This is an optimization exercise on Yosys and OpenROAD, whose aim is small area, a short achievable clock period and few clock cycles per item, not a production implementation.
Function was checked by simulation only, so behaviour that the tests miss may differ from the original.
Power figures rest on the tool's default switching activity, not on a simulated workload.

== lane 1 ==
## gfu
module gfu (
    input  wire        clk,
    input  wire        rst,
    input  wire        in_valid,
    output wire        in_ready,
    input  wire [3:0]  in_op,
    input  wire [7:0]  in_xtag,
    input  wire [63:0] in_x,
    input  wire [7:0]  in_ytag,
    input  wire [63:0] in_y,
    input  wire        in_ove,
    input  wire        in_dze,
    input  wire        in_trunc,
    input  wire        in_mix,
    output reg         out_valid,
    output wire [1:0]  out_kind,
    output wire [7:0]  out_tag,
    output wire [63:0] out_data,
    output wire [15:0] out_code
);
    localparam [3:0] GADD = 4'd0, GSUB = 4'd1, GMUL = 4'd2, GDIV = 4'd3,
                     GQUO = 4'd4, GREM = 4'd5, GNEG = 4'd6, GLT = 4'd7,
                     GLE = 4'd8, GEQ = 4'd9, GCMP = 4'd10, EQ = 4'd11;
    localparam [1:0] K_RESULT = 2'd0, K_FAULT = 2'd1, K_DISPATCH = 2'd2,
                     K_FLOAT = 2'd3;
    localparam [7:0] T_FIXNUM = 8'h00, T_FLONUM = 8'h01,
                     T_UNINIT = 8'h07, T_POISON = 8'h08;
    localparam [1:0] P_DEC = 2'd0, P_PREP = 2'd1, P_STEP = 2'd2, P_FIN = 2'd3;
    localparam integer D_SUM = 0, D_X = 1, D_Y = 2, D_XT = 3, D_YT = 4,
                       D_TF = 5, D_CMP = 6, D_ZDIV = 7;
    localparam [1:0] C_SAME = 2'd0, C_LT = 2'd1, C_LE = 2'd2, C_EQ = 2'd3;
    reg        busy;           
    reg [1:0]  ph;             
    reg        go_it;          
    reg        is_mul, is_rem;
    reg [3:0]  op;
    reg [7:0]  xt, yt;
    reg        ove, trunc;
    reg [65:0] X;              
    reg [63:0] Y;              
    reg [67:0] P;              
    reg        S;              
    reg        an, bn;         
    reg [6:0]  lx, ly;         
    reg [6:0]  cnt;            
    reg        corr;           
    reg        ffin;           
    reg        o_tf, o_cmp;    
    reg [1:0]  o_cond;         
    reg        o_sm, o_lt, o_eq;
    reg        o_t3;           
    reg        o_z;            
    reg [1:0]  o_kind;
  ...
For scale: ~4900 cells after synthesis, ~320 flip-flops, ~250 I/O pins, roughly 0.036 sq mm of cells after synthesis.
clock: 8.0 ns
lec_check: 0
cap_margin: 20
core_margin: 2
core_utilization: 45
setup_slack_margin: 3.5
slew_margin: 20
run.sh (not shown) runs the stock make flow with config.mk's settings and CLKGATE_MAP_FILE= SYNTH_SCRIPT=/design/flow/synth_recipe.tcl, a recipe that flattens the netlist after the stock synthesis.
Testbench counts of lane 1, summed over its fixed seeds: cycles 14,124, ops 4,800.
> inputs changed (lane 1 -> lane 2)
--- a/flow/design.v
+++ b/flow/design.v
@@ -39,17 +39,16 @@
     reg [65:0] X;              
     reg [63:0] Y;              
     reg [67:0] P;              
     reg        S;              
     reg        an, bn;         
     reg [6:0]  lx, ly;         
     reg [6:0]  cnt;            
     reg        corr;           
-    reg        ffin;           
     reg        o_tf, o_cmp;    
     reg [1:0]  o_cond;         
     reg        o_sm, o_lt, o_eq;
     reg        o_t3;           
     reg        o_z;            
     reg [1:0]  o_kind;
     reg [15:0] o_code;
     reg        o_ov;           
@@ -76,19 +75,17 @@
     assign out_code = o_ov ? {11'd0, 1'b1, o_op} : o_code;
     wire [63:0] o_pay = (P[63:0] & {64{!(o_z || o_ov)}}) | {55'd0, o_tg};
     assign out_data[63:2] = o_pay[63:2] | {62{o_cmp && o_lt}};
     assign out_data[1:0]  = o_tf  ? {!o_tv, o_tv}
                           : o_cmp ? {o_lt, o_lt || !o_eq}
                           : o_pay[1:0];
     wire dec    = busy && ph == P_DEC;
     wire m_last = busy && is_mul && ph == P_STEP && cnt == 7'd0;
-    wire d_qz   = busy && !is_mul && ph == P_PREP && dq[7];
-    wire d_ff   = busy && !is_mul && ph == P_STEP && !corr && cnt == 7'd0 && ffin;
-    wire fin    = (dec && !go_it) || (busy && ph == P_FIN) || m_last || d_qz || d_ff;
+    wire fin    = (dec && !go_it) || (busy && ph == P_FIN) || m_last;
     assign in_ready = !busy || fin;
     wire acc    = in_valid && in_ready;
     function is_reserved(input [7:0] t);
         if (t[7])
             is_reserved = (t[4:0] >= 5'h0A) && (t[4:0] <= 5'h0F);
         else
             is_reserved = (t >= 8'h09) && (t <= 8'h3F);
     endfunction
@@ -265,24 +262,16 @@
     reg  [15:0] n_code;
     wire        r_nz = |P[63:0];
     always @(*) begin
         n_kind = K_RESULT;
         n_t3   = 1'b0;
         n_z    = 1'b0;
         n_code = 16'd0;
         if (ph == P_STEP) begin                 
-            if (!is_mul && Y[62] && ove) begin
-                n_kind = K_DISPATCH; n_z = 1'b1; n_code = {12'd1, op};
-            end
-        end else if (ph == P_PREP) begin        
-            if (op == GDIV && r_nz && !trunc) begin
-                n_kind = K_DISPATCH; n_z = 1'b1; n_code = 16'd3;
-            end else if (!is_rem)
-                n_z = 1'b1;
         end else if (ph == P_FIN) begin
             if (op == GDIV && r_nz && !trunc) begin
                 n_kind = K_DISPATCH; n_z = 1'b1; n_code = 16'd3;
             end else if (!is_rem && !(an ^ bn) && Y[63] && ove) begin
                 n_kind = K_DISPATCH; n_z = 1'b1; n_code = {12'd1, op};
             end
         end else begin
             n_t3   = d_t3;
@@ -294,46 +283,43 @@
     wire [2:0] bk_prep = booth(sh_out[63:61]);
     wire [2:0] bk_step = booth(Y[61:59]);
     wire       i_arith = !(in_op == GNEG || i_div);    
     always @(posedge clk) begin
         out_valid <= fin && !rst;
         if (fin) begin
             o_kind   <= n_kind;
             o_op     <= op;
-            o_ov     <= (ph == P_STEP && is_mul) ? (m_ovf && ove) : (dec && d_ovchk && a_ovf);
+            o_ov     <= (ph == P_STEP) ? (m_ovf && ove) : (dec && d_ovchk && a_ovf);
             o_t3     <= n_t3;
             o_z      <= n_z;
             o_tf     <= dec && d_src[D_TF];
             o_cmp    <= dec && d_src[D_CMP];
             o_cond   <= d_cond;
             o_sm     <= d_same;
             o_lt     <= lt;
             o_eq     <= (x == y);
             o_code   <= n_code;
-            P        <= (ph == P_STEP && !is_mul) ? {4'd0, Y[62:0], q_bit}
-                                                      : {4'd0, sum[63:0]};
+            P        <= {4'd0, sum[63:0]};
             o_tg     <= !dec ? 9'd0
                       : d_src[D_XT] ? {1'b0, xt}
                       : d_src[D_YT] ? {1'b1, yt}
                       : d_src[D_ZDIV] ? 9'd5 : 9'd0;
         end
         {c_ax, c_ap4, c_ap1, c_by, c_bx, c_bx2, c_bp, c_inv} <= 8'd0;
         if (busy) begin
             case (ph)
             P_DEC:
                 if (go_it) begin
                     lx <= is_mul ? xbl : inc7(xbl, xms);
                     ly <= is_mul ? ybl : inc7(ybl, yms);
                     if (!is_mul) begin
                         P  <= {4'd0, sum[63:0]};
                         an <= x[63];
                         bn <= y[63];
-                        ffin <= (op == GQUO || (op == GDIV && trunc)) && (x[63] == y[63]);
-                        c_ax <= 1'b1;            
                     end
                     ph <= P_PREP;
                 end
             P_PREP: begin
                 if (is_mul) begin
                     Y <= sh_out[63:0];
                     if (m_swp) X <= {{2{y[63]}}, y};
                     P <= 68'd0;
@@ -367,17 +353,17 @@
                     {c_inv, c_bx, c_bx2} <= bk_step;
                 end else if (corr) begin
                     P <= sum;
                     corr <= 1'b0;
                     c_by  <= !is_rem;
                     c_bp  <= is_rem;
                     c_inv <= is_rem ? an : (an ^ bn);
                 end else begin
-                    if (!d_ff) P <= sum;
+                    P <= sum;
                     Y <= {Y[62:0], q_bit};
                     if (cnt != 7'd0)
                         X <= {X[65], X[65:1]};
                     c_ap1 <= 1'b1;
                     c_bx  <= 1'b1;
                     c_inv <= q_bit ? !bn : bn;
                     if (cnt == 7'd0) begin
                         if (!q_bit && (is_rem || (op == GDIV && !trunc)))
==> results.txt <==
- Total power of lane 2 falls short of that of lane 1 by more than a quarter.
- Total combinational power: higher on lane 1
- Reported for lane 2 and lane 1, maximum level of the CTS H-tree turned out identical to the last digit.
- Number of global-route vias before repair (lane 2 vs. lane 1) decreases by more than 10%
- Met2 capacity usage during global routing: lane 2 vs lane 1 down 3.5 points
- Of lane 2 and lane 1, the run reporting the lower xor/xnor cell area share of the yosys netlist was lane 1.
- On power of the sequential group, the lower figure sits with lane 2, not lane 1.
- The final reports for lane 2 and lane 1 show sequential cell count of the final layout lower in the former.
- Final cell count shrinks by more than 10% when moving from lane 1 to lane 2.
Testbench counts of lane 2, summed over its fixed seeds: cycles 14,376, ops 4,800.

-- port drivers added, routing unchanged --
The flow's constraints put no driver on any port. The routed layouts listed below were extracted and timed again, unchanged, in two steps.
Step 1 (the two cells are an assumption about what drives the block):
set clk [get_ports {clk}]
set_driving_cell -lib_cell sky130_fd_sc_hd__clkbuf_16 $clk
set_driving_cell -lib_cell sky130_fd_sc_hd__buf_2 [delete_from_list [all_inputs] $clk]
Step 2 moves the port delays by t, midway between the first and last clock arrival at a register: inputs arrive t later, outputs are due t later. That takes back most of the time a late clock gives input paths.
Slacks: ideal / step 1 / step 2; pairs: ideal / step 1.
| run | shift t [ns] | setup WS [ns] | worst setup path at the end |
|---|---|---|---|
| lane 1 | 0.706 | 3.319 / 3.319 / 2.769 | input to register |
| lane 2 | 0.696 | 3.243 / 3.243 / 2.826 | input to register |
After both steps every run listed still meets setup and hold. For lane 1, which loses most, drivers alone change the setup slack by 0.000 ns; drivers and shift together by -0.550 ns.
